This design comes from an exercise in tuning for small area and a short achievable clock period on the open sky130 flow, not from production work. In this exercise RTL edits were held to simulation tests only and were not proved equivalent to the original. Power is estimated from default activity; no workload was simulated.

==> flow/design.v <==
module fmt_cvt_pand #(parameter N = 32, parameter L = 5) (
    input  wire [N-1:0] a,
    output wire [N-1:0] p
);
    wire [N-1:0] lv [0:L];
    assign lv[0] = a;
    genvar l, i;
    generate
        for (l = 0; l < L; l = l + 1) begin : g_l
            for (i = 0; i < N; i = i + 1) begin : g_i
                if ((i >> l) & 1)
                    assign lv[l+1][i] = lv[l][i] & lv[l][((i >> l) << l) - 1];
                else
                    assign lv[l+1][i] = lv[l][i];
            end
        end
    endgenerate
    assign p = lv[L];
endmodule
module fmt_cvt_lzc (
    input  wire [31:0] a,
    output wire [5:0]  n
);
    wire [15:0] v1; wire [15:0] z1;
    wire [7:0]  v2; wire [15:0] z2;
    wire [3:0]  v3; wire [11:0] z3;
    wire [1:0]  v4; wire [7:0]  z4;
    genvar g;
    generate
        for (g = 0; g < 16; g = g + 1) begin : g1
            assign v1[g] = a[2*g+1] | a[2*g];
            assign z1[g] = !a[2*g+1];
        end
        for (g = 0; g < 8; g = g + 1) begin : g2
            assign v2[g] = v1[2*g+1] | v1[2*g];
            assign z2[2*g+1:2*g] = v1[2*g+1] ? {1'b0, z1[2*g+1]} : {1'b1, z1[2*g]};
        end
        for (g = 0; g < 4; g = g + 1) begin : g3
            assign v3[g] = v2[2*g+1] | v2[2*g];
            assign z3[3*g+2:3*g] = v2[2*g+1] ? {1'b0, z2[4*g+3:4*g+2]} : {1'b1, z2[4*g+1:4*g]};
        end
        for (g = 0; g < 2; g = g + 1) begin : g4
            assign v4[g] = v3[2*g+1] | v3[2*g];
            assign z4[4*g+3:4*g] = v3[2*g+1] ? {1'b0, z3[6*g+5:6*g+3]} : {1'b1, z3[6*g+2:6*g]};
        end
    endgenerate
    assign n = v4[1] ? {2'b00, z4[7:4]} : (v4[0] ? {2'b01, z4[3:0]} : 6'd32);
endmodule
module fmt_cvt_dec (
    input  wire [3:0]  src_fmt,
    input  wire [3:0]  dst_fmt,
    input  wire [1:0]  denorm,
    input  wire [31:0] x,
    output wire [31:0] sig,        
    output wire [5:0]  sh,         
    output wire        sign,
    output wire        cmp,        
    output wire        s_nan,
    output wire        s_inf,
    output wire        s_zero,
    output wire        rsv,        
    output wire [7:0]  epre,       
    output wire        e_le0,      
    output wire        e_eq0,      
    output wire        ov_big,     
    output wire        ov_eq,      
    output wire        i_big       
);
    wire s1 = src_fmt == 4'd1, s2 = src_fmt == 4'd2, s3 = src_fmt == 4'd3, s4 = src_fmt == 4'd4;
    wire s5 = src_fmt == 4'd5, s6 = src_fmt == 4'd6, s7 = src_fmt == 4'd7, s8 = src_fmt == 4'd8;
    wire s9 = src_fmt == 4'd9, s10 = src_fmt == 4'd10, s11 = src_fmt == 4'd11, s12 = src_fmt == 4'd12;
    wire isint = s9 | s10 | s11 | s12;
    wire ok    = s1 | s2 | s3 | s4 | s5 | s6 | s7 | s8 | isint;
    wire wide  = s1 | s2 | s3;
    wire ieee  = s1 | s2 | s3 | s5;
    wire [7:0] fe = ({8{s1}} & x[30:23]) | ({8{s2}} & {3'd0, x[14:10]}) | ({8{s3}} & x[14:7])
                  | ({8{s4}} & {4'd0, x[6:3]}) | ({8{s5}} & {3'd0, x[6:2]}) | ({8{s6}} & {5'd0, x[4:2]})
                  | ({8{s7}} & {6'd0, x[4:3]}) | ({8{s8}} & {6'd0, x[2:1]});
    wire [22:0] mm = ({23{s1}} & 23'h7FFFFF) | ({23{s2}} & 23'h3FF) | ({23{s3}} & 23'h7F)
                   | ({23{s4 | s7}} & 23'h7) | ({23{s5 | s6}} & 23'h3) | ({23{s8}} & 23'h1);
    wire [23:0] hp = ({24{s1}} & 24'h800000) | ({24{s2}} & 24'h400) | ({24{s3}} & 24'h80)
                   | ({24{s4 | s7}} & 24'h8) | ({24{s5 | s6}} & 24'h4) | ({24{s8}} & 24'h2);
    wire [22:0] fm = x[22:0] & mm;
    wire fe_zero = (fe == 8'd0);
    wire fm_zero = (fm == 23'd0);
    wire fe_top  = (s1 & (&x[30:23])) | (s2 & (&x[14:10])) | (s3 & (&x[14:7]))
                 | (s4 & (&x[6:3])) | (s5 & (&x[6:2]));
    wire flush_in = denorm[1] & wide & fe_zero;
    assign s_nan  = (ieee & fe_top & !fm_zero) | (s4 & fe_top & (&x[2:0]));
    assign s_inf  = ieee & fe_top & fm_zero;
    wire [31:0] iw = ({32{s9 | s10}} & 32'hFF) | ({32{s11}} & 32'hF) | ({32{s12}} & 32'hFFFFFFFF);
    wire        ineg = (s9 & x[7]) | (s11 & x[3]) | (s12 & x[31]);
    assign cmp    = ineg;
    assign s_zero = isint ? ((x & iw) == 32'd0) : (fe_zero & (fm_zero | flush_in));
    assign sign   = isint ? ineg : ((s1 & x[31]) | ((s2 | s3) & x[15]) | ((s4 | s5) & x[7])
                                     | ((s6 | s7) & x[5]) | (s8 & x[3]));
    wire [31:0] sigf = {9'd0, fm} | ({8'd0, hp} & {32{!fe_zero}});
    assign sig = isint ? ((x ^ {32{ineg}}) & iw) : (flush_in ? 32'd0 : sigf);
    wire [5:0]  lzu;
    fmt_cvt_lzc u_lzc (.a(sig), .n(lzu));
    wire d1 = dst_fmt == 4'd1, d2 = dst_fmt == 4'd2, d3 = dst_fmt == 4'd3, d4 = dst_fmt == 4'd4;
    wire d5 = dst_fmt == 4'd5, d6 = dst_fmt == 4'd6, d7 = dst_fmt == 4'd7, d8 = dst_fmt == 4'd8;
    wire dfl = d1 | d2 | d3 | d4 | d5 | d6 | d7 | d8;
    wire dok = dfl | (dst_fmt >= 4'd9 && dst_fmt <= 4'd12);
    wire [4:0] mw    = ({5{d1}} & 5'd23) | ({5{d2}} & 5'd10) | ({5{d3}} & 5'd7) | ({5{d4 | d7}} & 5'd3)
                     | ({5{d5 | d6}} & 5'd2) | ({5{d8}} & 5'd1);
    wire [7:0] dbias = ({8{d1 | d3}} & 8'd127) | ({8{d2 | d5}} & 8'd15) | ({8{d4}} & 8'd7)
                     | ({8{d6}} & 8'd3) | ({8{d7 | d8}} & 8'd1);
    assign rsv = !ok | !dok;
    wire signed [9:0] ks = ({10{s1}} & -10'sd119) | ({10{s2}} & 10'sd6) | ({10{s3}} & -10'sd103)
                         | ({10{s4}} & 10'sd21) | ({10{s5}} & 10'sd14) | ({10{s6}} & 10'sd26)
                         | ({10{s7}} & 10'sd27) | ({10{s8}} & 10'sd29) | ({10{isint}} & 10'sd31);
    wire [7:0] fe1 = isint ? 8'd0 : {fe[7:1], fe[0] | fe_zero};
    wire [7:0] dbf = dfl ? dbias : 8'd0;
    wire signed [9:0] xb  = $signed({2'b00, fe1}) + ks + $signed({2'b00, dbf});
    wire signed [9:0] ebd = xb - $signed({4'd0, lzu});
    wire        eneg = ebd[9];
    assign e_eq0  = (ebd == 10'sd0);
    assign e_le0  = eneg | e_eq0;
    assign epre   = e_le0 ? 8'd0 : ebd[7:0];
    wire   hi5 = |ebd[8:5], hi4 = hi5 | ebd[4], hi3 = hi4 | ebd[3], hi2 = hi3 | ebd[2];
    assign ov_big = !eneg & (((d2 | d5) & (hi5 | (&ebd[4:0]))) | (d4 & hi4) | (d6 & hi3) | ((d7 | d8) & hi2));
    assign ov_eq  = ((d1 | d3) & (ebd == 10'sd254)) | ((d2 | d5) & (ebd == 10'sd30)) | (d4 & (ebd == 10'sd15))
                  | (d6 & (ebd == 10'sd7)) | ((d7 | d8) & (ebd == 10'sd3));
    assign i_big  = (s1 | s3) & (fe > 8'd158);    
    wire [5:0]  cz  = ({6{d1}} & 6'd33) | ({6{d2}} & 6'd46) | ({6{d3}} & 6'd49) | ({6{d4 | d7}} & 6'd53)
                    | ({6{d5 | d6}} & 6'd54) | ({6{d8}} & 6'd55) | ({6{!dfl}} & 6'd55);
    wire signed [10:0] tsx = $signed({5'd0, cz}) - $signed({xb[9], xb});
    wire [5:0]  tn  = cz - 6'd1 - lzu;
    wire [5:0]  tsc = (tsx > 11'sd58) ? 6'd58 : (tsx < 11'sd0 ? 6'd0 : tsx[5:0]);
    assign sh = (dfl & !e_le0) ? tn : tsc;
endmodule
module fmt_cvt_rnd (
    input  wire [3:0]  dst_fmt,
    input  wire [1:0]  rmode,
    input  wire        sat,
    input  wire        den_nz,     
    input  wire [31:0] sig,
    input  wire [5:0]  sh,
    input  wire        sign,
    input  wire        cmp,
    input  wire        s_nan,
    input  wire        s_inf,
    input  wire        s_zero,
    input  wire        rsv,
    input  wire [7:0]  epre,
    input  wire        e_le0,
    input  wire        e_eq0,
    input  wire        ov_big,
    input  wire        ov_eq,
    input  wire        i_big,
    output reg  [31:0] y,
    output reg  [4:0]  flags
);
    wire d1 = dst_fmt == 4'd1, d2 = dst_fmt == 4'd2, d3 = dst_fmt == 4'd3, d4 = dst_fmt == 4'd4;
    wire d5 = dst_fmt == 4'd5, d6 = dst_fmt == 4'd6, d7 = dst_fmt == 4'd7, d8 = dst_fmt == 4'd8;
    wire d9 = dst_fmt == 4'd9, d10 = dst_fmt == 4'd10, d11 = dst_fmt == 4'd11;
    wire dfl   = d1 | d2 | d3 | d4 | d5 | d6 | d7 | d8;
    wire dieee = d1 | d2 | d3 | d5;
    wire de4m3 = d4;
    wire dwide = d1 | d2 | d3;
    wire [22:0] mm   = ({23{d1}} & 23'h7FFFFF) | ({23{d2}} & 23'h3FF) | ({23{d3}} & 23'h7F)
                     | ({23{d4 | d7}} & 23'h7) | ({23{d5 | d6}} & 23'h3) | ({23{d8}} & 23'h1);
    wire [31:0] sbit = ({32{d1}} & 32'h80000000) | ({32{d2 | d3}} & 32'h8000) | ({32{d4 | d5}} & 32'h80)
                     | ({32{d6 | d7}} & 32'h20) | ({32{d8}} & 32'h8);
    reg [57:0] t;
    reg        st2, an2;
    always @* begin
        t = {sig, {26{cmp}}}; st2 = 1'b0; an2 = 1'b1;
        if (sh[5]) begin st2 = st2 | (|t[31:0]); an2 = an2 & (&t[31:0]); t = t >> 32; end
        if (sh[4]) begin st2 = st2 | (|t[15:0]); an2 = an2 & (&t[15:0]); t = t >> 16; end
        if (sh[3]) begin st2 = st2 | (|t[7:0]);  an2 = an2 & (&t[7:0]);  t = t >> 8;  end
        if (sh[2]) begin st2 = st2 | (|t[3:0]);  an2 = an2 & (&t[3:0]);  t = t >> 4;  end
        if (sh[1]) begin st2 = st2 | (|t[1:0]);  an2 = an2 & (&t[1:0]);  t = t >> 2;  end
        if (sh[0]) begin st2 = st2 | t[0];       an2 = an2 & t[0];       t = t >> 1;  end
    end
    wire [31:0] q   = t[33:2];
    wire        gu  = t[1];
    wire        g2  = t[0];
    wire        a1  = cmp & g2 & an2;
    wire        g   = gu ^ a1;
    wire        st  = cmp ? !(g2 & an2) : (g2 | st2);
    wire        inc0 = a1 & gu;               
    wire        lsb = q[0];
    reg up0, upn;
    always @* begin
        case (rmode)
            2'd0: begin up0 = g & (st | lsb); upn = g2; end
            2'd1: begin up0 = 1'b0;           upn = 1'b0; end
            2'd2: begin up0 = sign & (g | st);  upn = sign & st; end
            default: begin up0 = !sign & (g | st); upn = !sign & st; end
        endcase
    end
    wire up = up0 | inc0;
    wire inexact = g | st;
    wire        n = !dfl & sign;
    wire [31:0] a = ({32{dfl}} & {9'd0, q[22:0] | ~mm}) | ({32{!dfl}} & (q ^ {32{n}}));
    wire        cin = up ^ n;
    wire [31:0] pa;
    fmt_cvt_pand #(32) u_pa (.a(a), .p(pa));
    wire [32:0] yy = {n, a} ^ ({pa, 1'b1} & {33{cin}});
    wire       c     = yy[23];
    wire [7:0] pe;
    fmt_cvt_pand #(8, 3) u_pe (.a(epre), .p(pe));
    wire [7:0] ef    = epre ^ ({pe[6:0], 1'b1} & {8{c}});
    wire       ovf   = ov_big | (ov_eq & (c | (de4m3 & (&yy[2:0]))));
    wire       qnz   = (|q) | up;
    wire       fsub  = e_le0 & !c & qnz;
    wire       carry_n = pa[22] & g & upn;
    wire       tiny  = (e_le0 & !e_eq0) | (e_eq0 & !carry_n);
    wire       tz    = (rmode == 2'd1) | (rmode == 2'd2 & !sign) | (rmode == 2'd3 & sign);
    wire [31:0] mant = {9'd0, mm};
    wire [31:0] expf = ({32{d1}} & 32'h7F800000) | ({32{d2}} & 32'h7C00) | ({32{d3}} & 32'h7F80)
                     | ({32{d4}} & 32'h78) | ({32{d5}} & 32'h7C) | ({32{d6}} & 32'h1C)
                     | ({32{d7}} & 32'h18) | ({32{d8}} & 32'h6);
    wire [31:0] elsb = ({32{d1}} & 32'h00800000) | ({32{d2}} & 32'h400) | ({32{d3}} & 32'h80)
                     | ({32{d5}} & 32'h4);                        
    wire [31:0] nanm = ({32{d1}} & 32'h00400000) | ({32{d2}} & 32'h200) | ({32{d3}} & 32'h40)
                     | ({32{d4}} & 32'h7) | ({32{d5}} & 32'h2);
    wire [31:0] imsk = ({32{d9 | d10}} & 32'hFF) | ({32{d11}} & 32'hF) | ({32{!(d9 | d10 | d11)}} & 32'hFFFFFFFF);
    wire [31:0] isgn = ({32{d9}} & 32'h80) | ({32{d11}} & 32'h8) | ({32{!(d9 | d10 | d11)}} & 32'h80000000);
    wire [31:0] epl  = ({32{d1}} & {1'b0, ef[7:0], 23'd0}) | ({32{d2}} & {17'd0, ef[4:0], 10'd0})
                     | ({32{d3}} & {17'd0, ef[7:0], 7'd0}) | ({32{d4}} & {25'd0, ef[3:0], 3'd0})
                     | ({32{d5}} & {25'd0, ef[4:0], 2'd0}) | ({32{d6}} & {27'd0, ef[2:0], 2'd0})
                     | ({32{d7}} & {27'd0, ef[1:0], 3'd0}) | ({32{d8}} & {29'd0, ef[1:0], 1'd0});
    wire pclamp = d9 ? |yy[32:7] : d10 ? |yy[32:8] : d11 ? |yy[32:3] : |yy[32:31];
    wire nclamp = d9 ? yy[32] & !(&yy[31:7]) : d10 ? yy[32] : d11 ? yy[32] & !(&yy[31:3]) : yy[32] & !yy[31];
    wire iclamp = s_inf | i_big | (sign ? nclamp : pclamp);
    wire f_nan  = dfl & s_nan;
    wire f_inf  = dfl & !s_nan & s_inf & dieee;
    wire f_zero = dfl & !s_nan & !(s_inf & dieee) & s_zero;
    wire f_ovf  = dfl & !s_nan & !(s_inf & dieee) & !s_zero & (s_inf | ovf);
    wire f_fl   = dfl & !s_nan & !s_inf & !s_zero & !ovf & fsub & dwide & den_nz;
    wire f_norm = dfl & !s_nan & !s_inf & !s_zero & !ovf & !(fsub & dwide & den_nz);
    wire o_qnan = f_ovf & de4m3 & !sat;
    wire o_inf  = f_ovf & !(de4m3 & !sat) & dieee & !sat & !tz;
    wire o_max  = f_ovf & !(de4m3 & !sat) & !(dieee & !sat & !tz);
    wire i_nan  = !dfl & s_nan;
    wire i_clmp = !dfl & !s_nan & iclamp;
    wire i_norm = !dfl & !s_nan & !iclamp;
    wire [31:0] ysel = ({32{f_norm}} & mant) | ({32{i_norm}} & imsk);
    wire [31:0] yv = (yy[31:0] & ysel)
                   | ({32{f_norm}} & epl)
                   | ({32{(f_norm | f_zero | f_fl | f_inf | o_inf | o_max) & sign}} & sbit)
                   | ({32{f_inf | o_inf | f_nan | o_qnan}} & expf)
                   | ({32{o_max}} & ((expf & ~elsb) | (mant & ~{31'd0, de4m3})))
                   | ({32{f_nan | o_qnan}} & nanm)
                   | ({32{i_clmp & !sign}} & imsk & ~isgn)
                   | ({32{i_clmp & sign}} & isgn);
    wire has_nan = d1 | d2 | d3 | d4 | d5;
    always @* begin
        y = (rsv | (f_nan & !has_nan)) ? 32'd0 : yv;
        flags = 5'd0;
        if (!rsv) begin
            flags[0] = f_nan | i_nan | i_clmp;
            flags[2] = f_ovf;
            flags[3] = f_fl | (f_norm & tiny & inexact);
            flags[4] = f_ovf | f_fl | ((f_norm | i_norm) & inexact);
        end
    end
endmodule
module fmt_cvt (
    input  wire        clk,
    input  wire        rst,
    input  wire        in_valid,
    input  wire [3:0]  in_src_fmt,
    input  wire [3:0]  in_dst_fmt,
    input  wire [1:0]  in_round,
    input  wire        in_sat,
    input  wire [1:0]  in_denorm,
    input  wire [31:0] in_data,
    output reg         out_valid,
    output reg  [31:0] out_data,
    output reg  [4:0]  out_flags
);
    reg        s1_valid;
    reg [3:0]  s1_src, s1_dst;
    reg [1:0]  s1_round;
    reg        s1_sat;
    reg [1:0]  s1_denorm;
    reg [31:0] s1_data;
    always @(posedge clk) begin
        if (rst) s1_valid <= 1'b0;
        else     s1_valid <= in_valid;
        s1_src    <= in_src_fmt;
        s1_dst    <= in_dst_fmt;
        s1_round  <= in_round;
        s1_sat    <= in_sat;
        s1_denorm <= in_denorm;
        s1_data   <= in_data;
    end
    wire [31:0] a_sig;
    wire [5:0]  a_sh;
    wire [7:0]  a_epre;
    wire        a_sign, a_cmp, a_nan, a_inf, a_zero, a_rsv, a_le0, a_eq0, a_ovb, a_ove, a_ibig;
    fmt_cvt_dec u_dec (
        .src_fmt (s1_src),
        .dst_fmt (s1_dst),
        .denorm  (s1_denorm),
        .x       (s1_data),
        .sig     (a_sig),
        .sh      (a_sh),
        .sign    (a_sign),
        .cmp     (a_cmp),
        .s_nan   (a_nan),
        .s_inf   (a_inf),
        .s_zero  (a_zero),
        .rsv     (a_rsv),
        .epre    (a_epre),
        .e_le0   (a_le0),
        .e_eq0   (a_eq0),
        .ov_big  (a_ovb),
        .ov_eq   (a_ove),
        .i_big   (a_ibig)
    );
    reg        s2_valid;
    reg [3:0]  s2_dst;
    reg [1:0]  s2_round;
    reg        s2_sat, s2_dnz;
    reg [31:0] s2_sig;
    reg [5:0]  s2_sh;
    reg [7:0]  s2_epre;
    reg        s2_sign, s2_cmp, s2_nan, s2_inf, s2_zero, s2_rsv, s2_le0, s2_eq0, s2_ovb, s2_ove, s2_ibig;
    always @(posedge clk) begin
        if (rst) s2_valid <= 1'b0;
        else     s2_valid <= s1_valid;
        s2_dst   <= s1_dst;
        s2_round <= s1_round;
        s2_sat   <= s1_sat;
        s2_dnz   <= |s1_denorm;
        s2_sig   <= a_sig;
        s2_sh    <= a_sh;
        s2_epre  <= a_epre;
        s2_sign  <= a_sign;
        s2_cmp   <= a_cmp;
        s2_nan   <= a_nan;
        s2_inf   <= a_inf;
        s2_zero  <= a_zero;
        s2_rsv   <= a_rsv;
        s2_le0   <= a_le0;
        s2_eq0   <= a_eq0;
        s2_ovb   <= a_ovb;
        s2_ove   <= a_ove;
        s2_ibig  <= a_ibig;
    end
    wire [31:0] cvt_data;
    wire [4:0]  cvt_flags;
    fmt_cvt_rnd u_rnd (
        .dst_fmt (s2_dst),
        .rmode   (s2_round),
        .sat     (s2_sat),
        .den_nz  (s2_dnz),
        .sig     (s2_sig),
        .sh      (s2_sh),
        .sign    (s2_sign),
        .cmp     (s2_cmp),
        .s_nan   (s2_nan),
        .s_inf   (s2_inf),
        .s_zero  (s2_zero),
        .rsv     (s2_rsv),
        .epre    (s2_epre),
        .e_le0   (s2_le0),
        .e_eq0   (s2_eq0),
        .ov_big  (s2_ovb),
        .ov_eq   (s2_ove),
        .i_big   (s2_ibig),
        .y       (cvt_data),
        .flags   (cvt_flags)
    );
    always @(posedge clk) begin
        if (rst) out_valid <= 1'b0;
        else     out_valid <= s2_valid;
        out_data  <= cvt_data;
        out_flags <= cvt_flags;
    end
endmodule
==> flow/flow/run.sh <==
#!/bin/bash
# Standard layout, with repair_timing aiming for more setup slack than the
# clock needs so the cells on the long paths get sized for speed.
set -euo pipefail
bash standard.sh SETUP_SLACK_MARGIN=18 finish > make_finish.log 2>&1
==> flow/standard.sh <==
#!/bin/bash
# synth_recipe.tcl (not shown) runs the flow's synth.tcl, then flattens the netlist and writes it again
# the make line also repeats each setting of config.mk as NAME=value (left out here)
make -C /OpenROAD-flow-scripts/flow DESIGN_CONFIG=/design/flow/config.mk WORK_HOME=/design/flow/orfs CLKGATE_MAP_FILE= SYNTH_SCRIPT=/design/flow/synth_recipe.tcl "${@:-finish}"
==> flow/config.mk <==
export PLATFORM = sky130hd
export DESIGN_NAME = fmt_cvt
export DESIGN_NICKNAME = fmt_cvt
export VERILOG_FILES = /design/flow/design.v
export SDC_FILE = /design/flow/constraint.sdc
export NUM_CORES = 4
export LEC_CHECK = 0
export ABC_AREA = 1
export CAP_MARGIN = 20
export CORE_MARGIN = 2
export CORE_UTILIZATION = 40
export SLEW_MARGIN = 20
==> flow/constraint.sdc <==
create_clock -name core_clock -period 24.0 [get_ports {clk}]
set_input_delay 4.8000 -clock core_clock [delete_from_list [all_inputs] [get_ports {clk}]]
set_output_delay 4.8000 -clock core_clock [all_outputs]
set_load 0.01 [all_outputs]
==> run notes, run 1 <==
- Status: complete, no violations
- Crit path arrival time: 6.26 ns
- CTS tree: done
- Die ar.: 34600 um^2
- Compound-Gate Fraction of Synth Area: 11.9%
- Final cycle utilization of the critical path: 24.7%
- Count leader, synth: nand2_1
- Critical path required time: about 24 ns
- Initial antenna violation count: 0
- DRT Pass-1 Iters: 6
- Ys flop type: dfxtp_1
- Nets: 2453
- YS warnings: 4
- Mux contribution to synthesized area: 0%
- HP Class: reg -> reg
- Synthesized area per cell: 5.88 um^2
- Fmax: 169 MHz
- CP Capture Type: flip-flop
- GP Congestion: 0.968
- GRT Resource Usage Total: 28.7%
- Die height: 186 um
- Crit path time final: 5.93 ns
- Number of remaining DRC errors: 0
- Count of cell types in the netlist: 65
- Cell-internal power: between 0.8 and 0.9 mW
- Instance count of the mapped netlist: 2255
- Vias in the first global route: 14400
- Max incr delay on CP: 0.41 ns
- Area of the core: 32600 um^2
- DR vias: 15800
- Detailed Place HPWL: 38.5 mm
- Worst skew pair latency: between 0.4 and 0.5 ns
- Adder-cell share of the synthesized area: 4.38%
- First-pass GRT wire length: 76.8 mm
- Slowest cell on crit path: nor4_4
- Setup Skew: about 0.012 ns
- Comb power frac: 68.9%
- FILL cells: ~3400
- Clock sink total: 149
- Simple-gate area share of the yosys netlist: a little under half
- Final Slew Violations: 0
- Peak VDD IR: 0.0541 mV
- Post-DP Area: 14300 um^2
- I/O Buffers: 84
- DR WL/cell: 17.7 um
- Slew HR: between 30% and 40%
- ANT cells: 0
- Final WL: ~50 mm
- Max Cap Violations: 0
- Share of layout cells above drive strength 1: 12.2%
- Die Span X: between 150 and 200 um
- Largest net degree at the start of global routing: 49
- Yosys reg bits: 149
- Clk slew on worst S/H paths: about 0.060 ns
- CP Launch Type: flip-flop
- Max Root-Sink Buffers: 2
- Final setup vio count: 0
- Kind of critical path: reg -> reg
- RSZ-0062 raised after global routing: true
- Post-Synth XOR/XNOR Area: 2.25%
- P&R area growth vs syn: 21.2%
- Register area share after synthesis: 22.5%
- TritonCTS buffer count: 17
- Most area-consuming cells after synthesis: dfxtp_1, nand2_1, nand3_1
- Total Neg Setup Slack: 0 ns
- I/O pin count: 86
- Synth Cell Area: about 13000 um^2
- Actual slew at the worst max-slew pin: 1.01 ns
- Hold WS: 0.329 ns
- Sw Ratio: a little over half
- Main combinational cell family by area after synthesis: simple AND/OR/NAND/NOR gates
- Num rows: between 60 and 70
- Final Cell Area: 16100 um^2
- Post-synth top cells: nand2_1, nand3_1, inv_1
- Yosys top cell by area: dfxtp_1
- Initial core utilization: between 40% and 50%
- LEAKAGE: roughly 8 nW
- Number of flops mapped to enable cells by yosys: 0
- DRT antenna net count: 0
- Clock Power Share: between 10% and 20%
- Layout Utilization: 49.3%
- Critical Path Most Common Cell: inv_2
- Root buffer cell: clkbuf_16
- PD cells: 113 nW/um^2
- Post-synth ARST share: 0%
- Final number of hold-violating endpoints: 0
- Yosys top cell area share: between 20% and 30%
- First DRT Iteration DRCs: 1652
- H-tree levels: 4
- Switching power: 0.984 mW
- Flop pwr share: 16.8%
- CP Max Fanout: 8
- Routed vias/inst: 5.60
- Grt ovf: 0
-- through the flow --
| stage | worst slack, ns | total power, mW | cells |
|---|---|---|---|
| detailed placement | 16.00 | 1.45 | 2710 |
| floorplan | 18.15 | 1.16 | 2256 |
| global placement | 16.11 | 1.44 | 2710 |
| CTS | 18.00 | 1.72 | 2755 |
| global route | 17.70 | 1.97 | 2818 |
| finish | 18.07 | 1.82 | 2818 |
-- worst max-delay path: cells and delay by family, from the launching register on --
kind	cells	cell delay, ns
simple gates	16	1.96
compound gates	10	1.57
buf+inv	13	1.22
fa+ha+maj	1	0.41
flops	1	0.40
xor+xnor	1	0.21
-- routing by layer --
| layer | global-route usage [%] | wire length (um) | up-vias |
|---|---|---|---|
| li1 | - | - | 7664 |
| met1 | 40.2 | 22400 | 7272 |
| met2 | 44.9 | 22000 | 713 |
| met3 | 3.54 | 3810 | 135 |
| met4 | 10.5 | 1700 | 0 |
| met5 | 0 | 0 | - |
-- flip-flops by register name, summed over array words and instances (netlist names), 2 cells and up --
name and flops:
out_data 32, s1_data 32, s2_sig 32, s2_epre 8, s2_sh 6, out_flags 4, s1_dst 4, s1_src 4
s2_dst 4, s1_denorm 2, s1_round 2, s2_round 2
-- layout make-up --
| cell class | instances | area, um^2 | area share, % |
|---|---|---|---|
| timing repair inverter | 2 | 12.5 | 0.0778 |
| clock inverter | 12 | 123 | 0.763 |
| inverter | 276 | 1060 | 6.62 |
| tap | 442 | 553 | 3.44 |
| multi-input combinational | 1750 | 9370 | 58.3 |
| clock buffer | 19 | 443 | 2.76 |
| sequential | 149 | 3000 | 18.6 |
| timing repair buffer | 168 | 1520 | 9.43 |
-- worst paths after layout --
| check | from | to | slack, ns | cells after the start |
|---|---|---|---|---|
| max reg2reg | s1_src[1] | s2_sh[5] | 18.07 | 41 |
| min reg2reg | s1_sat | s2_sat | 0.33 | 0 |
| min | s1_sat | s2_sat | 0.33 | 0 |
| max | s1_src[1] | s2_sh[5] | 18.07 | 41 |
-- power by group through the flow --
stage	combinational [mW]	clock (mW)	sequential, mW
after global routing	1.39	0.274	0.308
after global placement	1.13	0	0.309
final	1.25	0.260	0.305
after floorplan	0.853	0	0.310
after detailed placement	1.14	0	0.310
after CTS	1.15	0.264	0.304
-- placed cells by master (no fill, tap or decap), drive strengths merged, types with 5 or more instances in the layout --
master         instances
and2                   9
ha                    32
a21oi                 84
nor2                 244
dlygate4sd2           37
dfxtp                149
buf                   83
o211ai                 5
a21boi                 5
inv                  275
nand2                631
nor3                  31
clkinvlp               8
fa                     9
a32oi                 17
o22ai                 23
clkbuf                19
or2                    9
clkinv                 6
clkdlybuf4s50         47
o21bai                 6
xnor2                 10
xor2                  24
a31oi                 12
nand4                 36
nor4                  15
nand3                427
nand3b                 6
o21ai                 78
-- kinds of logic (layout without fill, tap and decap cells) --
| logic type | count (synthesis) | count (layout) |
|---|---|---|
| AND/OR/NAND/NOR | 1408 | 1412 |
| buffers and inverters | 361 | 477 |
| AO/OA/AOI/OAI | 260 | 260 |
| flip-flops | 149 | 149 |
| adder cells (fa/ha/maj) | 41 | 41 |
| XOR/XNOR | 34 | 34 |
| other | 2 | 3 |
-- what timing repair did --
action	4_1_cts	5_1_grt
gates cloned	3	4
pin swaps	6	41
hold buffers	0	0
setup buffers	11	59
setup endpoints to repair	86	51
gates resized for setup	101	88
hold endpoints to repair	0	0
==> run 2, diff against run 1 <==
--- a/flow/design.v
+++ b/flow/design.v
@@ -59,11 +59,9 @@
     output wire        s_inf,
     output wire        s_zero,
     output wire        rsv,        
-    output wire [7:0]  epre,       
+    output wire signed [9:0] xb,   
+    output wire [5:0]  lz,         
     output wire        e_le0,      
-    output wire        e_eq0,      
-    output wire        ov_big,     
-    output wire        ov_eq,      
     output wire        i_big       
 );
     wire s1 = src_fmt == 4'd1, s2 = src_fmt == 4'd2, s3 = src_fmt == 4'd3, s4 = src_fmt == 4'd4;
@@ -95,9 +93,10 @@
     assign sign   = isint ? ineg : ((s1 & x[31]) | ((s2 | s3) & x[15]) | ((s4 | s5) & x[7])
                                      | ((s6 | s7) & x[5]) | (s8 & x[3]));
     wire [31:0] sigf = {9'd0, fm} | ({8'd0, hp} & {32{!fe_zero}});
-    assign sig = isint ? ((x ^ {32{ineg}}) & iw) : (flush_in ? 32'd0 : sigf);
+    assign sig = isint ? ((x ^ {32{ineg}}) & iw) : sigf;
     wire [5:0]  lzu;
     fmt_cvt_lzc u_lzc (.a(sig), .n(lzu));
+    assign lz = lzu;
     wire d1 = dst_fmt == 4'd1, d2 = dst_fmt == 4'd2, d3 = dst_fmt == 4'd3, d4 = dst_fmt == 4'd4;
     wire d5 = dst_fmt == 4'd5, d6 = dst_fmt == 4'd6, d7 = dst_fmt == 4'd7, d8 = dst_fmt == 4'd8;
     wire dfl = d1 | d2 | d3 | d4 | d5 | d6 | d7 | d8;
@@ -112,16 +111,8 @@
                          | ({10{s7}} & 10'sd27) | ({10{s8}} & 10'sd29) | ({10{isint}} & 10'sd31);
     wire [7:0] fe1 = isint ? 8'd0 : {fe[7:1], fe[0] | fe_zero};
     wire [7:0] dbf = dfl ? dbias : 8'd0;
-    wire signed [9:0] xb  = $signed({2'b00, fe1}) + ks + $signed({2'b00, dbf});
-    wire signed [9:0] ebd = xb - $signed({4'd0, lzu});
-    wire        eneg = ebd[9];
-    assign e_eq0  = (ebd == 10'sd0);
-    assign e_le0  = eneg | e_eq0;
-    assign epre   = e_le0 ? 8'd0 : ebd[7:0];
-    wire   hi5 = |ebd[8:5], hi4 = hi5 | ebd[4], hi3 = hi4 | ebd[3], hi2 = hi3 | ebd[2];
-    assign ov_big = !eneg & (((d2 | d5) & (hi5 | (&ebd[4:0]))) | (d4 & hi4) | (d6 & hi3) | ((d7 | d8) & hi2));
-    assign ov_eq  = ((d1 | d3) & (ebd == 10'sd254)) | ((d2 | d5) & (ebd == 10'sd30)) | (d4 & (ebd == 10'sd15))
-                  | (d6 & (ebd == 10'sd7)) | ((d7 | d8) & (ebd == 10'sd3));
+    assign xb = $signed({2'b00, fe1}) + ks + $signed({2'b00, dbf});
+    assign e_le0 = (xb <= $signed({4'd0, lzu}));
     assign i_big  = (s1 | s3) & (fe > 8'd158);    
     wire [5:0]  cz  = ({6{d1}} & 6'd33) | ({6{d2}} & 6'd46) | ({6{d3}} & 6'd49) | ({6{d4 | d7}} & 6'd53)
                     | ({6{d5 | d6}} & 6'd54) | ({6{d8}} & 6'd55) | ({6{!dfl}} & 6'd55);
@@ -143,11 +134,9 @@
     input  wire        s_inf,
     input  wire        s_zero,
     input  wire        rsv,
-    input  wire [7:0]  epre,
+    input  wire signed [9:0] xb,
+    input  wire [5:0]  lz,
     input  wire        e_le0,
-    input  wire        e_eq0,
-    input  wire        ov_big,
-    input  wire        ov_eq,
     input  wire        i_big,
     output reg  [31:0] y,
     output reg  [4:0]  flags
@@ -163,6 +152,14 @@
                      | ({23{d4 | d7}} & 23'h7) | ({23{d5 | d6}} & 23'h3) | ({23{d8}} & 23'h1);
     wire [31:0] sbit = ({32{d1}} & 32'h80000000) | ({32{d2 | d3}} & 32'h8000) | ({32{d4 | d5}} & 32'h80)
                      | ({32{d6 | d7}} & 32'h20) | ({32{d8}} & 32'h8);
+    wire signed [9:0] ebd = xb - $signed({4'd0, lz});
+    wire        eneg = ebd[9];
+    wire        e_eq0 = (ebd == 10'sd0);
+    wire [7:0]  epre  = e_le0 ? 8'd0 : ebd[7:0];
+    wire   hi5 = |ebd[8:5], hi4 = hi5 | ebd[4], hi3 = hi4 | ebd[3], hi2 = hi3 | ebd[2];
+    wire   ov_big = !eneg & (((d2 | d5) & (hi5 | (&ebd[4:0]))) | (d4 & hi4) | (d6 & hi3) | ((d7 | d8) & hi2));
+    wire   ov_eq  = ((d1 | d3) & (ebd == 10'sd254)) | ((d2 | d5) & (ebd == 10'sd30)) | (d4 & (ebd == 10'sd15))
+                  | (d6 & (ebd == 10'sd7)) | ((d7 | d8) & (ebd == 10'sd3));
     reg [57:0] t;
     reg        st2, an2;
     always @* begin
@@ -191,8 +188,8 @@
             default: begin up0 = !sign & (g | st); upn = !sign & st; end
         endcase
     end
-    wire up = up0 | inc0;
-    wire inexact = g | st;
+    wire up = (up0 | inc0) & !s_zero;
+    wire inexact = (g | st) & !s_zero;
     wire        n = !dfl & sign;
     wire [31:0] a = ({32{dfl}} & {9'd0, q[22:0] | ~mm}) | ({32{!dfl}} & (q ^ {32{n}}));
     wire        cin = up ^ n;
@@ -291,8 +288,9 @@
     end
     wire [31:0] a_sig;
     wire [5:0]  a_sh;
-    wire [7:0]  a_epre;
-    wire        a_sign, a_cmp, a_nan, a_inf, a_zero, a_rsv, a_le0, a_eq0, a_ovb, a_ove, a_ibig;
+    wire signed [9:0] a_xb;
+    wire [5:0]  a_lz;
+    wire        a_sign, a_cmp, a_nan, a_inf, a_zero, a_rsv, a_le0, a_ibig;
     fmt_cvt_dec u_dec (
         .src_fmt (s1_src),
         .dst_fmt (s1_dst),
@@ -306,11 +304,9 @@
         .s_inf   (a_inf),
         .s_zero  (a_zero),
         .rsv     (a_rsv),
-        .epre    (a_epre),
+        .xb      (a_xb),
+        .lz      (a_lz),
         .e_le0   (a_le0),
-        .e_eq0   (a_eq0),
-        .ov_big  (a_ovb),
-        .ov_eq   (a_ove),
         .i_big   (a_ibig)
     );
     reg        s2_valid;
@@ -319,8 +315,9 @@
     reg        s2_sat, s2_dnz;
     reg [31:0] s2_sig;
     reg [5:0]  s2_sh;
-    reg [7:0]  s2_epre;
-    reg        s2_sign, s2_cmp, s2_nan, s2_inf, s2_zero, s2_rsv, s2_le0, s2_eq0, s2_ovb, s2_ove, s2_ibig;
+    reg signed [9:0] s2_xb;
+    reg [5:0]  s2_lz;
+    reg        s2_sign, s2_cmp, s2_nan, s2_inf, s2_zero, s2_rsv, s2_le0, s2_ibig;
     always @(posedge clk) begin
         if (rst) s2_valid <= 1'b0;
         else     s2_valid <= s1_valid;
@@ -330,7 +327,8 @@
         s2_dnz   <= |s1_denorm;
         s2_sig   <= a_sig;
         s2_sh    <= a_sh;
-        s2_epre  <= a_epre;
+        s2_xb    <= a_xb;
+        s2_lz    <= a_lz;
         s2_sign  <= a_sign;
         s2_cmp   <= a_cmp;
         s2_nan   <= a_nan;
@@ -338,9 +336,6 @@
         s2_zero  <= a_zero;
         s2_rsv   <= a_rsv;
         s2_le0   <= a_le0;
-        s2_eq0   <= a_eq0;
-        s2_ovb   <= a_ovb;
-        s2_ove   <= a_ove;
         s2_ibig  <= a_ibig;
     end
     wire [31:0] cvt_data;
@@ -358,11 +353,9 @@
         .s_inf   (s2_inf),
         .s_zero  (s2_zero),
         .rsv     (s2_rsv),
-        .epre    (s2_epre),
+        .xb      (s2_xb),
+        .lz      (s2_lz),
         .e_le0   (s2_le0),
-        .e_eq0   (s2_eq0),
-        .ov_big  (s2_ovb),
-        .ov_eq   (s2_ove),
         .i_big   (s2_ibig),
         .y       (cvt_data),
         .flags   (cvt_flags)
==> run notes, run 2 <==
- GP Congestion: 1.07 (+10%)
- Slew HR: 37.1% (+4.8 points)
- Worst reg2reg path depth: 35 (-15%)
- Most area-consuming cells after synthesis: dfxtp_1, nand2_1, nand3_1
- Multi-input combinational cell area: 9000 um^2 (-3.9%)
- First DRT Iteration DRCs: 1722 (+4.2%)
- Die Span X: 188 um (+1.2%)
- Clk slew on worst S/H paths: 0.07 ns (about the same)
- Yosys top cell area share: 22.7% (+0.17 points)
- H-tree levels: 4 (unchanged)
- Instance count of the mapped netlist: 2320 (+2.9%)
- Total area of sequential cells: 3090 um^2 (+3.0%)
- Register area share after synthesis: 22.7% (+0.17 points)
- I/O pin count: 86 (unchanged)
- Post-synth ARST share: 0% (unchanged)
- Max Cap Violations: 0 (unchanged)
- Hold path depth: 0 (unchanged)
- First-pass GRT wire length: 81.3 mm (+5.7%)
- Critical path required time: 19.20 ns (-5.12 ns)
- Crit path time final: 5.91 ns (-0.0232 ns)
- Kind of critical path: reg -> out
- Worst-path cell chain: dlygate4sd2_1
- CP Max Fanout: 1 (-7)
- Die height: 188 um (+1.2%)
- Count leader, synth: nand2_1
- Share of layout cells above drive strength 1: 6.68% (-5.5 points)
- Root buffer cell: clkbuf_16
- Total Neg Setup Slack: 0 ns (unchanged)
- ANT cells: 0 (unchanged)
- DR WL/cell: 18.2 um (+2.8%)
- Status: complete, no violations
- Yosys reg bits: 154 (+3.4%)
- P&R area growth vs syn: 13.2%
- Largest net degree at the start of global routing: 48 (-2.0%)
- CP Capture Type: output pin
- DRT Pass-1 Iters: 6 (unchanged)
- GRT Resource Usage Total: 29.0% (+0.38 points)
- Number of flops mapped to enable cells by yosys: 0 (unchanged)
- Slowest cell on crit path: dfxtp_1
- Crit path arrival time: 1.11 ns (-5.15 ns)
- Max Root-Sink Buffers: 2 (unchanged)
- Worst setup margin: 18.09 ns (+0.0232 ns)
- Worst Path Buf+Inv: 1 (-12)
- Grt ovf: 0 (unchanged)
- Initial antenna violation count: 0 (unchanged)
- Actual slew at the worst max-slew pin: 0.941 ns (-0.0675 ns)
- Initial core utilization: 40.6% (-0.093 points)
- Final setup vio count: 0 (unchanged)
- Most frequent cells in the layout: nand2_1, nand3_1, inv_1
- DRT antenna net count: 0 (unchanged)
- Regs by FF count: out_data x32, s1_data x32, s2_sig x32
- Final Slew Violations: 0 (unchanged)
- Die ar.: 35500 um^2 (+2.5%)
- CTS tree: done
- Hold_buf cts: 0 (unchanged)
- RSZ-0062 raised after global routing: false
- Clock sink total: 154 (+3.4%)
- Routed vias/inst: 5.52 (-1.5%)
- Max incr delay on CP: 0.37 ns (-0.04 ns)
- Final number of hold-violating endpoints: 0 (unchanged)
- Detailed Place HPWL: 40.9 mm (+6.2%)
- Count of cell types in the netlist: 59 (-9.2%)
- Commonest non-fill, non-tap cell in the layout: nand2_1
- Synthesized area per cell: 5.86 um^2 (-0.31%)
- Vias in the first global route: 14800 (+2.9%)
- HP Class: reg -> reg
- YS warnings: 4 (unchanged)
- Setup Skew: 0.00760 ns (-0.00483 ns)
- CP Launch Type: flip-flop
- Synth Cell Area: 13600 um^2 (+2.6%)
- Peak VDD IR: 0.0645 mV (+19%)
- TritonCTS buffer count: 17 (unchanged)
- CP Depth: 1 (-98%)
- Nets: 2464 (+0.45%)
- LEAKAGE: 7.82 nW (-2.5%)
- Post-synth top cells: nand2_1, nand3_1, inv_1
- Num rows: 67 (+1.5%)
- Area of the core: 33500 um^2 (+2.8%)
- I/O Buffers: 84 (unchanged)
- Final cycle utilization of the critical path: 24.6% (-0.097 points)
- PD cells: 118 nW/um^2 (+4.1%)
- Fmax: 169 MHz (+0.39%)
- Worst skew pair latency: 0.46 ns (+0.02 ns)
- Yosys top cell by area: dfxtp_1
- DR vias: 15600 (-1.1%)
- FILL cells: 3692 (+7.9%)
- Final WL: 51.5 mm (+3.2%)
- Pre-CTS WS: 17.35 ns (+1.34 ns)
- Number of remaining DRC errors: 0 (unchanged)
- CP delay by family, top: flip-flops
- Ys flop type: dfxtp_1
-- run 2: cell types whose count changed after synthesis, moves of 6 or more --
cell	before	now
a32oi_1	17	0
buf_2	31	23
buf_4	10	16
clkbuf_1	23	15
ha_1	32	38
inv_1	265	278
inv_2	8	14
nand2_1	602	612
nand3_1	417	438
nor2_1	228	253
nor2_2	10	4
o21ai_0	64	84
xnor2_1	10	4
-- run 2: worst paths after layout --
| kind | start | to | slack (ns) |
|---|---|---|---|
| worst max-delay path | out_data[3] | out_data[3] | 18.09 |
| worst min register to register | s1_sat | s2_sat | 0.33 |
| worst min-delay path | s1_sat | s2_sat | 0.33 |
| worst max register to register | s2_sh[3] | out_data[13] | 18.39 |
-- run 2: per-layer routing --
layer | vias to the layer above | wire, um | global-route usage [%]
met5 | - | 0 | 0
met3 | 99 | 2930 | 3.95
met2 | 576 | 23300 | 47.5
li1 | 7727 | - | -
met1 | 7213 | 23800 | 39.6
met4 | 0 | 1500 | 9.28
-- run 2: report_power, final --
| part | total (mW) | internal, mW | switching (mW) | leakage [nW] |
|---|---|---|---|---|
| clock network | 0.271 | 0.140 | 0.131 | 0.293 |
| registers | 0.325 | 0.293 | 0.0320 | 1.28 |
| logic | 1.21 | 0.369 | 0.845 | 6.25 |
-- run 2: through the flow --
stage / utilization, % / std cells / hold slack (ns) / area, um^2 / total power, mW
after floorplan: - / 2321 / 0.310 / 13600 / 1.21
after global placement: 43.3 / 2780 / 0.311 / 14500 / 1.50
after detailed placement: 43.3 / 2780 / 0.319 / 14500 / 1.50
after CTS: 45.0 / 2812 / 0.335 / 15100 / 1.77
after global routing: 45.9 / 2830 / 0.344 / 15400 / 1.99
final: 45.9 / 2830 / 0.331 / 15400 / 1.81
-- run 2: area by class of cell --
| class | instances | share of cell area, % |
|---|---|---|
| Clock buffer | 17 | 2.76 |
| Sequential cell | 154 | 20.1 |
| Tap cell | 448 | 3.64 |
| Clock inverter | 15 | 1.11 |
| Inverter | 295 | 7.40 |
| Multi-Input combinational cell | 1792 | 58.5 |
| Timing Repair Buffer | 109 | 6.55 |
-- run 2: kinds of logic after synthesis --
logic type	synth area share, %
AOI/OAI and AO/OA	11.5
xor gates and xnor gates	1.61
adders and majority gates	4.82
buffers and inverters	12.2
DFF	22.7
other	0.0552
and+or+nand+nor	47.2
-- run 2: timing repair --
action	CTS	global route
endpoints found under the setup margin	73	41
gates cloned	0	2
buffers inserted	0	16
pin swaps	0	2
gates resized for setup	42	45
==> run 3, diff against run 2 <==
--- a/flow/design.v
+++ b/flow/design.v
@@ -109,9 +109,10 @@
     wire signed [9:0] ks = ({10{s1}} & -10'sd119) | ({10{s2}} & 10'sd6) | ({10{s3}} & -10'sd103)
                          | ({10{s4}} & 10'sd21) | ({10{s5}} & 10'sd14) | ({10{s6}} & 10'sd26)
                          | ({10{s7}} & 10'sd27) | ({10{s8}} & 10'sd29) | ({10{isint}} & 10'sd31);
-    wire [7:0] fe1 = isint ? 8'd0 : {fe[7:1], fe[0] | fe_zero};
     wire [7:0] dbf = dfl ? dbias : 8'd0;
-    assign xb = $signed({2'b00, fe1}) + ks + $signed({2'b00, dbf});
+    wire signed [9:0] kx = ks + $signed({2'b00, dbf});    
+    wire [7:0] fe1 = isint ? 8'd0 : {fe[7:1], fe[0] | fe_zero};
+    assign xb = $signed({2'b00, fe1}) + kx;
     assign e_le0 = (xb <= $signed({4'd0, lzu}));
     assign i_big  = (s1 | s3) & (fe > 8'd158);    
     wire [5:0]  cz  = ({6{d1}} & 6'd33) | ({6{d2}} & 6'd46) | ({6{d3}} & 6'd49) | ({6{d4 | d7}} & 6'd53)
==> flow/run.sh (new file) <==
#!/bin/bash
# synth_recipe.tcl (not shown) runs the flow's synth.tcl, then flattens the netlist and writes it again
# the make line also repeats each setting of config.mk as NAME=value (left out here)
make -C /OpenROAD-flow-scripts/flow DESIGN_CONFIG=/design/flow/config.mk WORK_HOME=/design/flow/orfs CLKGATE_MAP_FILE= SYNTH_SCRIPT=/design/flow/synth_recipe.tcl finish
removed: flow/flow/run.sh
removed: flow/standard.sh
==> run notes, run 3 <==
- Status: complete, no violations
- Routed vias/inst: 5.44 (-1.4%)
- Commonest non-fill, non-tap cell in the layout: nand2_1
- Setup Skew: 0.00921 ns (+0.00161 ns)
- Sw Ratio: 54.6% (-1.1 points)
- Area of the core: 32700 um^2 (-2.5%)
- Clk slew on worst S/H paths: 0.06 ns (about the same)
- Critical path required time: 24.39 ns (+5.19 ns)
- Met2 Use GR: 44.2% (-3.3 points)
- DR vias: 15300 (-2.1%)
- Post_cts resized: 0 (-100%)
- CP Depth: 34 (+33)
- GRT Resource Usage Total: 27.6% (-1.5 points)
- Worst reg2reg path depth: 34 (-2.9%)
- Initial antenna violation count: 0 (unchanged)
- Layout Utilization: 45.9% (about the same)
- GR Util met1: 37.3% (-2.3 points)
- FILL cells: 3608 (-2.3%)
- Setup repair bufs after CTS: 0 (unchanged)
- LEAKAGE: 7.62 nW (-2.5%)
- Grt peak-use layer: met2
- Final Slew Violations: 0 (unchanged)
- Actual slew at the worst max-slew pin: 1.01 ns (+0.0651 ns)
- Worst r2r src: s2_sh[5]
- Most frequent cells in the layout: nand2_1, nand3_1, inv_1
- Fmax: 145 MHz (-14%)
- Ys flop type: dfxtp_1
- Number of flops mapped to enable cells by yosys: 0 (unchanged)
- Kind of critical path: reg -> reg
- Largest net degree at the start of global routing: 46 (-4.2%)
- CP Launch Type: flip-flop
- Max incr delay on CP: 0.91 ns (+0.54 ns)
- Share of layout cells above drive strength 1: 3.42% (-3.3 points)
- Critical Path Most Common Cell: nand2_1
- ANT cells: 0 (unchanged)
- GR Util met3: 3.95% (about the same)
- CTS tree: done
- CP startpoint: s2_sh[5]
- Die ar.: 34800 um^2 (-1.9%)
- Num rows: 66 (-1.5%)
- HP Class: reg -> reg
- I/O pin count: 86 (unchanged)
- Slew HR: 32.5% (-4.6 points)
- Worst reg-to-reg setup slack: 17.10 ns (-1.29 ns)
- Initial core utilization: 40.8% (+0.24 points)
- Nets: 2452 (-0.49%)
- Most area-consuming cells after synthesis: dfxtp_1, nand2_1, nand3_1
- Yosys reg bits: 154 (unchanged)
- First-pass GRT wire length: 76.5 mm (-5.8%)
- Crit path arrival time: 7.29 ns (+6.18 ns)
- Cell-internal power: 0.806 mW (+0.44%)
- Max Cap Violations: 0 (unchanged)
- Final Cell Area: 15000 um^2 (-2.5%)
- Register area share after synthesis: 23.1% (+0.44 points)
- Final setup vio count: 0 (unchanged)
- CP Capture Type: flip-flop
- I/O Buffers: 84 (unchanged)
- Count leader, synth: nand2_1
- Switching power: 0.967 mW (-4.0%)
- Comb power frac: 67.0% (about the same)
- DRT Pass-1 Iters: 6 (unchanged)
- Max Root-Sink Buffers: 2 (unchanged)
- Crit path time final: 6.90 ns (+0.990 ns)
- Instance count of the mapped netlist: 2323 (+0.13%)
- Synthesized area per cell: 5.74 um^2 (-2.0%)
- Post-synth top cells: nand2_1, nand3_1, inv_1
- Hold_buf cts: 0 (unchanged)
- Post-synth ARST share: 0% (unchanged)
- First DRT Iteration DRCs: 1646 (-4.4%)
- P&R area growth vs syn: 12.4%
- Total Neg Setup Slack: 0 ns (unchanged)
- RSZ-0062 raised after global routing: false
- DRT antenna net count: 0 (unchanged)
- Regs by FF count: out_data x32, s1_data x32, s2_sig x32
- H-tree levels: 4 (unchanged)
- Die height: 187 um (-0.93%)
- Slowest cell on crit path: dfxtp_1
- Post-DP Area: 14400 um^2 (-0.77%)
- Root buffer cell: clkbuf_16
- Synth Cell Area: 13300 um^2 (-1.9%)
- Critical Path End: out_data[14]
- GP Congestion: 0.980 (-8.3%)
- YS warnings: 4 (unchanged)
- CP Max Fanout: 45 (+44)
- Worst r2r dst: out_data[14]
- Clock sink total: 154 (unchanged)
- Flop pwr share: 18.2% (+0.2 points)
- Vias in the first global route: 14300 (-3.5%)
- Peak VDD IR: 0.0658 mV (+2.0%)
- Detailed Place HPWL: 39.6 mm (-3.1%)
- Worst skew pair latency: 0.45 ns (about the same)
- Final number of hold-violating endpoints: 0 (unchanged)
- Final cycle utilization of the critical path: 28.8% (+4.1 points)
- Grt ovf: 0 (unchanged)
- Yosys top cell area share: 23.1% (+0.44 points)
- Count of cell types in the netlist: 57 (-3.4%)
- TritonCTS buffer count: 17 (unchanged)
- Number of remaining DRC errors: 0 (unchanged)
- Final WL: 48.2 mm (-6.4%)
- Worst Path Buf+Inv: 4 (+3)
- Yosys top cell by area: dfxtp_1
- DR WL/cell: 17.1 um (-5.8%)
- Clock Power Share: 14.8% (-0.2 points)
- Die Span X: 187 um (-0.93%)
- PD cells: 118 nW/um^2 (+0.48%)
- CP delay by family, top: simple AND/OR/NAND/NOR gates
==> run 3: cell types whose count changed after synthesis, moves of 5 or more <==
cell / before / now
o22ai_1: 24 / 16
nand2_2: 22 / 8
nand3_1: 438 / 430
nand2_1: 612 / 654
a31oi_1: 12 / 7
inv_2: 14 / 6
buf_6: 15 / 6
nand3b_1: 6 / 1
o21ai_0: 84 / 78
inv_1: 278 / 289
clkbuf_1: 15 / 30
nand3_2: 9 / 2
buf_4: 16 / 11
==> run 3: per-stage QoR <==
stage               setup slack (ns)  power (mW)  hold WS (ns)  instances
CTS                            17.24        1.76         0.333       2812
floorplan                      18.87        1.18         0.310       2324
global route                   16.22        1.94         0.341       2812
finish                         17.10        1.77         0.332       2812
global placement               17.32        1.48         0.314       2779
detailed placement             17.27        1.49         0.317       2780
==> run 3: routing by layer <==
metal  vias up  wire length (um)
met5         -                 0
met3       100              2880
met4         0              1690
li1       7678                 -
met1      6940             22100
met2       576             21600
==> run 3: kinds of logic (layout without fill, tap and decap cells) <==
family / count (synthesis) / count (layout) / share of synthesized area (%)
AND/OR/NAND/NOR: 1463 / 1463 / 47.5
flip-flops: 154 / 154 / 23.1
AO/OA/AOI/OAI: 249 / 249 / 10.9
other: 2 / 3 / 0.0563
buffers and inverters: 379 / 425 / 11.5
adder cells (fa/ha/maj): 47 / 47 / 4.91
XOR/XNOR: 29 / 29 / 1.96
==> run 3: layout make-up <==
type	instances	area, um^2	share of cell area, %
Timing Repair Buffer	93	928	6.19
Clock buffer	19	443	2.95
Multi-Input combinational cell	1791	8740	58.2
Tap cell	442	553	3.69
Sequential cell	154	3080	20.5
Clock inverter	13	131	0.876
Inverter	300	1130	7.51
==> run 3: worst min path at each step <==
stage                           start           to  slack (ns)  cells past startpoint
final                          s1_sat       s2_sat        0.33                      0
after global placement         s1_sat       s2_sat        0.31                      0
after detailed placement       s1_sat       s2_sat        0.32                      0
after CTS                      s1_sat       s2_sat        0.33                      0
after floorplan           s1_round[0]  s2_round[0]        0.31                      0
after global routing      s1_round[1]  s2_round[1]        0.34                      0
==> run 3: power by group through the flow <==
stage	sequential [mW]	combinational, mW	clock (mW)
final	0.323	1.19	0.262
after global routing	0.327	1.33	0.278
after CTS	0.322	1.17	0.267
after detailed placement	0.328	1.16	0
after global placement	0.328	1.15	0
after floorplan	0.321	0.861	0
==> run 4, diff against run 3 <==
==> flow/flow/run.sh (new file) <==
#!/bin/bash
# Standard layout, with repair_timing aiming for more setup slack than the
# clock needs so the cells on the long paths get sized for speed, and plain
# buffers (not delay cells) on the ports.
set -euo pipefail
bash standard.sh SETUP_SLACK_MARGIN=18 "BUFFER_PORTS_ARGS=-buffer_cell sky130_fd_sc_hd__buf_1" finish > make_finish.log 2>&1
==> flow/standard.sh (new file) <==
#!/bin/bash
# synth_recipe.tcl (not shown) runs the flow's synth.tcl, then flattens the netlist and writes it again
# the make line also repeats each setting of config.mk as NAME=value (left out here)
make -C /OpenROAD-flow-scripts/flow DESIGN_CONFIG=/design/flow/config.mk WORK_HOME=/design/flow/orfs CLKGATE_MAP_FILE= SYNTH_SCRIPT=/design/flow/synth_recipe.tcl "${@:-finish}"
removed: flow/run.sh
==> run notes, run 4 <==
- Area of the core: 32700 um^2 (unchanged)
- Routed vias/inst: 5.44 (+0.11%)
- DRT antenna net count: 0 (unchanged)
- P&R area growth vs syn: 10.7%
- Worst r2r src: s1_src[0]
- Worst reg2reg path depth: 31 (-8.8%)
- Instance count of the mapped netlist: 2323 (unchanged)
- Crit path arrival time: 0.96 ns (-6.33 ns)
- Switching power: 0.980 mW (+1.3%)
- Synth Cell Area: 13300 um^2 (unchanged)
- Final Slew Violations: 0 (unchanged)
- CP Depth: 1 (-97%)
- Worst Path Buf+Inv: 1 (-3)
- Final cycle utilization of the critical path: 24.0% (-4.8 points)
- Peak VDD IR: 0.0643 mV (-2.3%)
- DRT Pass-1 Iters: 6 (unchanged)
- Count of cell types in the netlist: 57 (unchanged)
- CP delay by family, top: flip-flops
- TritonCTS buffer count: 17 (unchanged)
- Sw Ratio: 55.3% (+0.72 points)
- Hold Path End: s2_round[0]
- Post-synth ARST share: 0% (unchanged)
- ANT cells: 0 (unchanged)
- Root buffer cell: clkbuf_16
- Commonest non-fill, non-tap cell in the layout: nand2_1
- Clock Power Share: 15.0% (+0.2 points)
- Most area-consuming cells after synthesis: dfxtp_1, nand2_1, nand3_1
- Cell-internal power: 0.793 mW (-1.6%)
- Worst r2r dst: s2_sh[3]
- Max incr delay on CP: 0.36 ns (-0.55 ns)
- Worst reg-to-reg setup slack: 18.35 ns (+1.25 ns)
- Yosys top cell area share: 23.1% (unchanged)
- I/O Buffers: 84 (unchanged)
- Share of layout cells above drive strength 1: 5.28% (+1.9 points)
- Crit path time final: 5.76 ns (-1.14 ns)
- Flop pwr share: 18.1% (about the same)
- Min-delay src: s1_round[0]
- Initial core utilization: 40.8% (unchanged)
- CP Max Fanout: 1 (-98%)
- CP Launch Type: flip-flop
- Num rows: 66 (unchanged)
- HP Class: reg -> reg
- Max Root-Sink Buffers: 2 (unchanged)
- Kind of critical path: reg -> out
- Clock sink total: 154 (unchanged)
- Most frequent cells in the layout: nand2_1, nand3_1, inv_1
- Slowest cell on crit path: dfxtp_1
- Grt ovf: 0 (unchanged)
- YS warnings: 4 (unchanged)
- Yosys top cell by area: dfxtp_1
- GP Congestion: 0.996 (+1.6%)
- Initial antenna violation count: 0 (unchanged)
- Number of remaining DRC errors: 0 (unchanged)
- FILL cells: 3599 (-0.25%)
- Die Span X: 187 um (unchanged)
- Nets: 2468 (+0.65%)
- Clk slew on worst S/H paths: 0.07 ns (about the same)
- Die ar.: 34800 um^2 (unchanged)
- Number of flops mapped to enable cells by yosys: 0 (unchanged)
- CTS tree: done
- Hold path depth: 0 (unchanged)
- First DRT Iteration DRCs: 1591 (-3.3%)
- First-pass GRT wire length: 77.8 mm (+1.6%)
- Count leader, synth: nand2_1
- Actual slew at the worst max-slew pin: 0.778 ns (-0.228 ns)
- Register area share after synthesis: 23.1% (unchanged)
- DR vias: 15400 (+0.68%)
- DR WL/cell: 17.2 um (+0.43%)
- Worst-path cell chain: buf_1
- Critical path required time: 19.20 ns (-5.19 ns)
- Final number of hold-violating endpoints: 0 (unchanged)
- H-tree levels: 4 (unchanged)
- Slew HR: 47.9% (+15 points)
- Ys flop type: dfxtp_1
- Final WL: 48.7 mm (+1.0%)
- Regs by FF count: out_data x32, s1_data x32, s2_sig x32
- RSZ-0062 raised after global routing: false
- Fmax: 174 MHz (+20%)
- Synthesized area per cell: 5.74 um^2 (unchanged)
- Comb power frac: 66.8% (-0.2 points)
- LEAKAGE: 7.52 nW (-1.4%)
- PD cells: 120 nW/um^2 (+1.5%)
- Die height: 187 um (unchanged)
- Status: complete, no violations
- Vias in the first global route: 14400 (+0.93%)
- I/O pin count: 86 (unchanged)
- Layout Utilization: 45.2% (-0.69 points)
- Total Neg Setup Slack: 0 ns (unchanged)
- Final setup vio count: 0 (unchanged)
- Post-synth top cells: nand2_1, nand3_1, inv_1
- Max Cap Violations: 0 (unchanged)
- Yosys reg bits: 154 (unchanged)
- CP Capture Type: output pin
- Detailed Place HPWL: 39.4 mm (-0.39%)
- Largest net degree at the start of global routing: 48 (+4.3%)
- Worst skew pair latency: 0.44 ns (about the same)
- GRT Resource Usage Total: 27.7% (+0.086 points)
- Setup Skew: 0.00806 ns (-0.00115 ns)
run 4: how the worst max path moves through the flow:
stage | to | start
2_1_floorplan | out_data[0] | out_data[0]
3_3_place_gp | out_data[7] | s2_sh[5]
3_5_place_dp | out_data[7] | s2_sh[5]
4_1_cts | out_data[7] | s2_sh[5]
5_1_grt | s2_sh[5] | s1_src[2]
6_report | out_data[12] | out_data[12]
run 4: per-layer routing:
layer,part of all wire (%),vias to the layer above,GRT usage [%],wire (um)
li1,-,7710,-,-
met5,0,-,0,0
met4,2.2,0,7.36,1050
met2,46,569,45.5,22400
met1,46,7054,38.2,22500
met3,5.8,65,3.29,2810
run 4: power by group through the flow:
stage	clock network (mW)	logic (mW)	registers, mW
5_1_grt	0.284	1.34	0.325
4_1_cts	0.273	1.14	0.322
3_5_place_dp	0	1.14	0.327
2_1_floorplan	0	0.861	0.321
6_report	0.267	1.19	0.321
3_3_place_gp	0	1.13	0.327
run 4: stage by stage:
step	cells	hold WS (ns)	total power, mW	area [um^2]	setup slack [ns]
2_1_floorplan	2324	0.310	1.18	13300	18.87
3_3_place_gp	2781	0.315	1.46	13900	17.19
3_5_place_dp	2781	0.315	1.46	13900	17.12
4_1_cts	2814	0.325	1.74	14500	17.98
5_1_grt	2828	0.325	1.95	14800	17.98
6_report	2828	0.321	1.77	14800	18.24
run 4: cell families (layout without fill, tap and decap cells):
family,Yosys count,after routing,share of synthesized area [%]
and+or+nand+nor,1463,1465,47.5
buffers and inverters,379,439,11.5
adders and majority gates,47,47,4.91
xor gates and xnor gates,29,29,1.96
AOI/OAI and AO/OA,249,249,10.9
DFF,154,154,23.1
other,2,3,0.0563
run 4: cell type report:
| cell class | count | area (um^2) | share of cell area [%] |
|---|---|---|---|
| clock buffer | 18 | 439 | 2.97 |
| clock inverter | 14 | 150 | 1.02 |
| tap | 442 | 553 | 3.74 |
| sequential | 154 | 3090 | 20.9 |
| multi-input combinational | 1793 | 8900 | 60.2 |
| timing repair buffer | 107 | 499 | 3.38 |
| inverter | 300 | 1150 | 7.76 |
run 4: repair_timing:
item	CTS	global route
cloned	0	2
hold buffers	0	0
setup buffers	1	12
pin swaps	1	3
gates resized for setup	12	38
setup endpoints to repair	40	40
==> run 5, diff against run 4 <==
--- a/flow/design.v
+++ b/flow/design.v
@@ -192,19 +192,21 @@
     wire up = (up0 | inc0) & !s_zero;
     wire inexact = (g | st) & !s_zero;
     wire        n = !dfl & sign;
-    wire [31:0] a = ({32{dfl}} & {9'd0, q[22:0] | ~mm}) | ({32{!dfl}} & (q ^ {32{n}}));
+    wire [31:0] a = q ^ {32{n}};
     wire        cin = up ^ n;
     wire [31:0] pa;
     fmt_cvt_pand #(32) u_pa (.a(a), .p(pa));
     wire [32:0] yy = {n, a} ^ ({pa, 1'b1} & {33{cin}});
-    wire       c     = yy[23];
+    wire       alln  = (d1 & pa[22]) | (d2 & pa[9]) | (d3 & pa[6]) | ((d4 | d7) & pa[2])
+                     | ((d5 | d6) & pa[1]) | (d8 & pa[0]);
+    wire       c     = alln & cin;
     wire [7:0] pe;
     fmt_cvt_pand #(8, 3) u_pe (.a(epre), .p(pe));
     wire [7:0] ef    = epre ^ ({pe[6:0], 1'b1} & {8{c}});
     wire       ovf   = ov_big | (ov_eq & (c | (de4m3 & (&yy[2:0]))));
     wire       qnz   = (|q) | up;
     wire       fsub  = e_le0 & !c & qnz;
-    wire       carry_n = pa[22] & g & upn;
+    wire       carry_n = alln & g & upn;
     wire       tiny  = (e_le0 & !e_eq0) | (e_eq0 & !carry_n);
     wire       tz    = (rmode == 2'd1) | (rmode == 2'd2 & !sign) | (rmode == 2'd3 & sign);
     wire [31:0] mant = {9'd0, mm};
==> run notes, run 5 <==
- Status: complete, no violations
- I/O Buffers: 84 (unchanged)
- Synth Cell Area: 13300 um^2 (-0.54%)
- Yosys reg bits: 154 (unchanged)
- P&R area growth vs syn: 9.46%
- First-pass GRT wire length: 74.3 mm (-4.5%)
- GRT Resource Usage Total: 27.4% (-0.28 points)
- Number of flops mapped to enable cells by yosys: 0 (unchanged)
- Worst skew pair latency: 0.46 ns (+0.02 ns)
- Area of the core: 32600 um^2 (-0.25%)
- Root buffer cell: clkbuf_16
- DR vias: 15100 (-1.6%)
- CTS tree: done
- I/O pin count: 86 (unchanged)
- Final WL: 46.6 mm (-4.4%)
- PD cells: 124 nW/um^2 (+3.1%)
- Total Neg Setup Slack: 0 ns (unchanged)
- RSZ-0062 raised after global routing: false
- Slowest cell on crit path: dfxtp_1
- DRT antenna net count: 0 (unchanged)
- Setup Skew: 0.0104 ns (+0.00236 ns)
- CP Max Fanout: 1 (unchanged)
- Max incr delay on CP: 0.33 ns (-0.03 ns)
- TritonCTS buffer count: 17 (unchanged)
- Number of remaining DRC errors: 0 (unchanged)
- CP startpoint: out_data[9]
- Nets: 2426 (-1.7%)
- Post-synth ARST share: 0% (unchanged)
- HP Class: reg -> reg
- Crit path time final: 5.75 ns (-0.0122 ns)
- Actual slew at the worst max-slew pin: 1.01 ns (+0.229 ns)
- CP Capture Type: output pin
- Detailed Place HPWL: 37.1 mm (-5.9%)
- Largest net degree at the start of global routing: 49 (+2.1%)
- DRT Pass-1 Iters: 6 (unchanged)
- Yosys top cell area share: 23.2% (+0.13 points)
- Initial core utilization: 40.7% (-0.12 points)
- Worst Path Buf+Inv: 1 (unchanged)
- Kind of critical path: reg -> out
- CP delay by family, top: flip-flops
- Most area-consuming cells after synthesis: dfxtp_1, nand2_1, nand3_1
- Most frequent cells in the layout: nand2_1, nand3_1, inv_1
- Initial antenna violation count: 0 (unchanged)
- Hold_buf cts: 0 (unchanged)
- LEAKAGE: 7.32 nW (-2.7%)
- Yosys top cell by area: dfxtp_1
- Vias in the first global route: 14000 (-3.0%)
- H-tree levels: 4 (unchanged)
- Fmax: 174 MHz (+0.21%)
==> run 5: cell count changes in the layout (fill, tap and decap cells not counted), sizes merged, moves of 7 or more <==
cell,change
nand2,-8
nand3,-34
nand4,-7
o211ai,+9
o21ai,+8
==> run 5: what timing repair did <==
item,in CTS,in global routing
setup endpoints to repair,36,40
gates cloned,0,2
endpoints found under the hold margin,0,0
pin swaps,0,5
gates resized for setup,5,32
setup buffers,0,9
==> run 5: power breakdown <==
group          leakage, nW  switching, mW  internal (mW)
Combinational         5.74          0.852          0.359
Clock                0.293          0.125          0.140
Sequential            1.28         0.0284          0.293
Total                 7.32           1.01          0.792
==> run 5: final timing paths <==
path                      end  slack, ns  cells after the start
hold reg to reg   s2_round[0]       0.33                      0
hold / removal    s2_round[0]       0.33                      0
setup reg to reg     s2_sh[3]      18.45                     31
setup / recovery  out_data[9]      18.25                      1
==> run 5: kinds of logic after synthesis <==
group,share of synthesized area [%]
and+or+nand+nor,46.1
buffers and inverters,12.2
AOI/OAI and AO/OA,11.4
DFF,23.2
adders and majority gates,4.94
xor gates and xnor gates,2.05
other,0.0566
==> run 5: layer usage <==
layer | wire length, um | vias up | track usage, % | part of all wire (%)
met5 | 0 | - | 0 | 0
met2 | 21400 | 557 | 45.4 | 46
met3 | 2750 | 81 | 3.60 | 5.9
met4 | 1130 | 0 | 8.09 | 2.4
li1 | - | 7552 | - | -
met1 | 21300 | 6955 | 37.1 | 46
==> run 5: through the flow <==
| step | setup slack [ns] | std cells | hold slack, ns | total power, mW | area [um^2] |
|---|---|---|---|---|---|
| detailed placement | 17.23 | 2743 | 0.312 | 1.49 | 13700 |
| global placement | 17.28 | 2743 | 0.313 | 1.49 | 13700 |
| floorplan | 18.87 | 2287 | 0.310 | 1.22 | 13300 |
| CTS | 18.03 | 2775 | 0.326 | 1.76 | 14300 |
| global route | 17.97 | 2786 | 0.327 | 1.97 | 14500 |
| finish | 18.25 | 2786 | 0.328 | 1.80 | 14500 |
==> run 5: cell type report <==
type	instances	area (um^2)
clock inverter	15	166
multi-input combinational	1754	8690
tap	442	553
timing repair buffer	101	454
inverter	303	1160
clock buffer	17	425
sequential	154	3090
fill	3578	18100

## re-timing with driven ports
The results above use ideal ports. As a check the final layouts listed here were re-extracted and re-timed, cells and wires unchanged.
Step 1, drivers: a clkbuf_16 drives clk and a buf_2 each remaining input, both assumed.
Step 2 moves the port delays by t, midway between the first and last clock arrival at a register: inputs arrive t later, outputs are due t later. That takes back most of the time a late clock gives input paths.
a / b / c = ideal ports / drivers / drivers and shift; a / b = the first two.
run | t (ns) | setup WS [ns] | worst setup path at the end
run 1 | 0.485 | 18.067 / 18.067 / 18.067 | register to register
run 2 | 0.504 | 18.090 / 18.040 / 18.387 | register to register
run 3 | 0.496 | 17.100 / 17.100 / 17.100 | register to register
run 4 | 0.491 | 18.242 / 18.189 / 18.347 | register to register
run 5 | 0.502 | 18.254 / 18.203 / 18.448 | register to register
After both steps every run listed still meets setup and hold.
